Source: an optimization exercise on an open RTL-to-GDS flow (aim: small area, a short achievable clock period and few clock cycles per item). Production flows keep margins and buffers that such runs may drop. Only simulation tests tie the RTL to the original design; equivalence was not proved.

old:
## pixcorr
module pixcorr (
    input  wire        clk,
    input  wire        rst,
    input  wire        in_valid,
    input  wire        in_last,
    input  wire [15:0] in_data,
    input  wire        in_sat,
    input  wire        in_defpix,
    input  wire        in_uncorr,
    input  wire [15:0] dark_a,
    input  wire [15:0] gain_a,
    input  wire [15:0] dark_b,
    input  wire [15:0] gain_b,
    input  wire [7:0]  weight,
    output reg         out_valid,
    output reg         out_last,
    output reg  [15:0] out_data,
    output reg         out_sat,
    output reg         out_defpix,
    output reg         out_interp
);
    reg        r0_valid, r0_last, r0_sat, r0_fault;
    reg [15:0] r0_x, r0_da, r0_ga, r0_db, r0_gb;
    reg [7:0]  r0_f;
    always @(posedge clk) begin
        if (rst) r0_valid <= 1'b0;
        else     r0_valid <= in_valid;
        r0_last  <= in_last;
        r0_sat   <= in_sat;
        r0_fault <= in_defpix | in_uncorr;
        r0_x     <= in_data;
        r0_da    <= dark_a;
        r0_ga    <= gain_a;
        r0_db    <= dark_b;
        r0_gb    <= gain_b;
        r0_f     <= weight;
    end
    wire [16:0] d_diff, g_diff;      
    wire [17:0] y;
    wire [15:0] g;
  ...
Settings: LEC_CHECK=0, CAP_MARGIN=20, CORE_MARGIN=2, CORE_UTILIZATION=40, CTS_BUF_LIST=sky130_fd_sc_hd__clkbuf_4 sky130_fd_sc_hd__clkbuf_8, SLEW_MARGIN=20; clock period 34.0 ns.
standard.sh (not shown) runs the stock make flow with config.mk's settings and CLKGATE_MAP_FILE= SYNTH_SCRIPT=/design/flow/synth_recipe.tcl, a recipe that flattens the netlist after the stock synthesis.
==> flow/flow/run.sh <==
#!/bin/bash
# The standard layout with two changes:
#  - after synthesis, flow/fixpol.py removes the inverters that Yosys's
#    full-adder extraction leaves around full adders (flipping adders and
#    swapping simple gates for their complements instead);
#  - the port buffers are buf_2 cells instead of the resizer's default.
# Each tool's output goes to a log file of its own in this folder.
set -euo pipefail
R=$PWD/orfs/results/$FLOW_PLATFORM/pixcorr/base
LIB=$FLOW_HOME/platforms/$FLOW_PLATFORM/lib/sky130_fd_sc_hd__tt_025C_1v80.lib
EXTRA=(BUFFER_PORTS_ARGS="-buffer_cell sky130_fd_sc_hd__buf_2")
bash standard.sh "${EXTRA[@]}" "$R/1_2_yosys.v" > synth.log 2>&1
cp "$R/1_2_yosys.v" yosys_netlist.v
python3 flow/fixpol.py "$LIB" yosys_netlist.v "$R/1_2_yosys.v" > fixpol.log 2>&1
bash standard.sh "${EXTRA[@]}" > layout.log 2>&1
Other scripts of this flow, unchanged in this note and not shown: flow/flow/fixpol.py
The flow did not stop early for old: all stages ran, and the layout cleared the timing, DRC and antenna checks.
Testbench counts of old, summed over its fixed seeds: cycles 105,949, pixels 105,901.
Input changes introduced in new (baseline for comparison: old):
--- a/flow/config.mk
+++ b/flow/config.mk
@@ -9,4 +9,3 @@
 export CORE_MARGIN = 2
 export CORE_UTILIZATION = 40
-export CTS_BUF_LIST = sky130_fd_sc_hd__clkbuf_4 sky130_fd_sc_hd__clkbuf_8
 export SLEW_MARGIN = 20
## What came out
new finished every step from synthesis to the final layout, and the layout passed the timing, DRC and antenna checks.
Worst-skew pair later-pin latency delta for new relative to old: 0.05 ns lower
Compared with old, new shows a lower wire length on met3.
Post-route fraction of the period consumed by the critical path across old and new: no real change.
Comparing old and new, number of global-route vias before repair is higher on old.
Comparing number of antenna violations at the first check in global routing for old and new, the smaller number came from new.
old and new ended up with roughly the same routed wire length on met2.

pixcorr, a different RTL version from the one above (not shown whole).
Size: ~2400 cells after synthesis, ~120 I/O pins, roughly 23000 µm² of cells after synthesis.
==> flow/design.v (excerpt) <==
module pixcorr (
    input  wire        clk,
    input  wire        rst,
    input  wire        in_valid,
    input  wire        in_last,
    input  wire [15:0] in_data,
    input  wire        in_sat,
    input  wire        in_defpix,
    input  wire        in_uncorr,
    input  wire [15:0] dark_a,
    input  wire [15:0] gain_a,
    input  wire [15:0] dark_b,
    input  wire [15:0] gain_b,
    input  wire [7:0]  weight,
    output reg         out_valid,
    output reg         out_last,
    output reg  [15:0] out_data,
    output reg         out_sat,
    output reg         out_defpix,
    output reg         out_interp
);
    reg        r0_valid, r0_last, r0_sat, r0_fault;
    reg [15:0] r0_x, r0_da, r0_ga, r0_db, r0_gb;
    reg [7:0]  r0_f;
    always @(posedge clk) begin
        if (rst) r0_valid <= 1'b0;
        else     r0_valid <= in_valid;
        r0_last  <= in_last;
        r0_sat   <= in_sat;
        r0_fault <= in_defpix | in_uncorr;
        r0_x     <= in_data;
        r0_da    <= dark_a;
        r0_ga    <= gain_a;
        r0_db    <= dark_b;
        r0_gb    <= gain_b;
        r0_f     <= weight;
    end
    wire [16:0] d_diff, g_diff;      
    wire [17:0] y;
    wire [15:0] g;
    pc_dsub u_dsub (.a(r0_da), .b(r0_db), .e(d_diff));
    pc_gsub u_gsub (.a(r0_ga), .b(r0_gb), .e(g_diff));
    pc_iy   u_iy   (.x(r0_x), .da(r0_da), .e(d_diff), .f(r0_f), .y(y));
    pc_ig   u_ig   (.ga(r0_ga), .e(g_diff), .f(r0_f), .g(g));
    wire        gain0 = (r0_ga == 16'd0) || (r0_gb == 16'd0);
    reg        r1_valid, r1_last, r1_good, r1_fault, r1_fsat;
    reg [17:0] r1_y;
    reg [15:0] r1_g;
    always @(posedge clk) begin
        if (rst) r1_valid <= 1'b0;
        else     r1_valid <= r0_valid;
        r1_last  <= r0_last;
        r1_good  <= !r0_fault && !gain0;
        r1_fault <= r0_fault;
        r1_fsat  <= r0_sat;
        r1_y     <= y;
        r1_g     <= g;
    end
    wire [15:0] z;
    wire        ovf;
  ...
export LEC_CHECK = 0
export CAP_MARGIN = 20
export CORE_MARGIN = 2
export CORE_UTILIZATION = 40
export SLEW_MARGIN = 20
create_clock -name core_clock -period 34.0 [get_ports {clk}]
==> flow/flow/run.sh <==
#!/bin/bash
# The standard layout with these changes:
#  - after synthesis, flow/fixpol.py removes the inverters that Yosys's
#    full-adder extraction leaves around full adders (flipping adders and
#    swapping simple gates for their complements instead);
#  - the port buffers are buf_2 cells instead of the resizer's default, and
#    flow/swapbuf.tcl makes the input ones buf_1 after global placement;
#  - clock tree synthesis adds no dummy loads.
# Each tool's output goes to a log file of its own in this folder.
set -euo pipefail
R=$PWD/orfs/results/$FLOW_PLATFORM/pixcorr/base
LIB=$FLOW_HOME/platforms/$FLOW_PLATFORM/lib/sky130_fd_sc_hd__tt_025C_1v80.lib
EXTRA=(BUFFER_PORTS_ARGS="-buffer_cell sky130_fd_sc_hd__buf_2"
       CTS_ARGS="-sink_clustering_enable -repair_clock_nets -dont_use_dummy_load -sink_clustering_size 30 -sink_clustering_max_diameter 100")
bash standard.sh "${EXTRA[@]}" "$R/1_2_yosys.v" > synth.log 2>&1
cp "$R/1_2_yosys.v" yosys_netlist.v
python3 flow/fixpol.py "$LIB" yosys_netlist.v "$R/1_2_yosys.v" > fixpol.log 2>&1
bash standard.sh "${EXTRA[@]}" "$R/3_3_place_gp.odb" > place.log 2>&1
SWAP_ODB="$R/3_3_place_gp.odb" openroad -no_init -exit flow/swapbuf.tcl > swapbuf.log 2>&1
bash standard.sh "${EXTRA[@]}" > layout.log 2>&1
Other scripts of this flow, unchanged in this note and not shown: flow/flow/fixpol.py, flow/flow/swapbuf.tcl
The baseline finished clean.
Testbench counts at the start, summed over its fixed seeds: cycles 105,949, pixels 105,901.
Then changed:
--- a/flow/flow/run.sh
+++ b/flow/flow/run.sh
@@ -14 +14 @@
-       CTS_ARGS="-sink_clustering_enable -repair_clock_nets -dont_use_dummy_load -sink_clustering_size 30 -sink_clustering_max_diameter 100")
+       CTS_ARGS="-sink_clustering_enable -repair_clock_nets -dont_use_dummy_load -sink_clustering_size 34 -sink_clustering_max_diameter 110")
Final area came out lower by 0.30%. Clock skew came out higher by 0.026 ns. Worst setup slack gets worse by 0.068 ns. Utilization came out lower by 0.13 points. Final cell count hardly moves. Wire length hardly moves.

separate check: timing with driven ports:
In the flow no input, the clock included, has a driving cell. The finished layouts below were timed again as built, in two steps. Step 1, drivers: a clkbuf_16 drives clk and a buf_2 each remaining input, both assumed. Step 2 also shifts input and output timing later by t, the mid clock arrival at the registers, as if the neighbouring blocks saw the same clock. Slacks: ideal / step 1 / step 2; pairs: ideal / step 1.
run	shift t [ns]	setup WS [ns]	hold WS [ns]	clock arrival spread, ns	worst data-port slew with drivers (ns)
old	0.659	26.156 / 26.097 / 26.384	0.326 / 0.326 / 0.326	0.031 / 0.031	0.04
new	0.615	26.204 / 26.147 / 26.403	0.325 / 0.325 / 0.325	0.022 / 0.021	0.03
the first run of note 2	0.548	26.273 / 26.215 / 26.488	0.314 / 0.314 / 0.314	0.082 / 0.082	0.04
the second run of note 2	0.555	26.205 / 26.144 / 26.479	0.297 / 0.297 / 0.297	0.106 / 0.106	0.04
After both steps setup and hold are still met in every run listed.
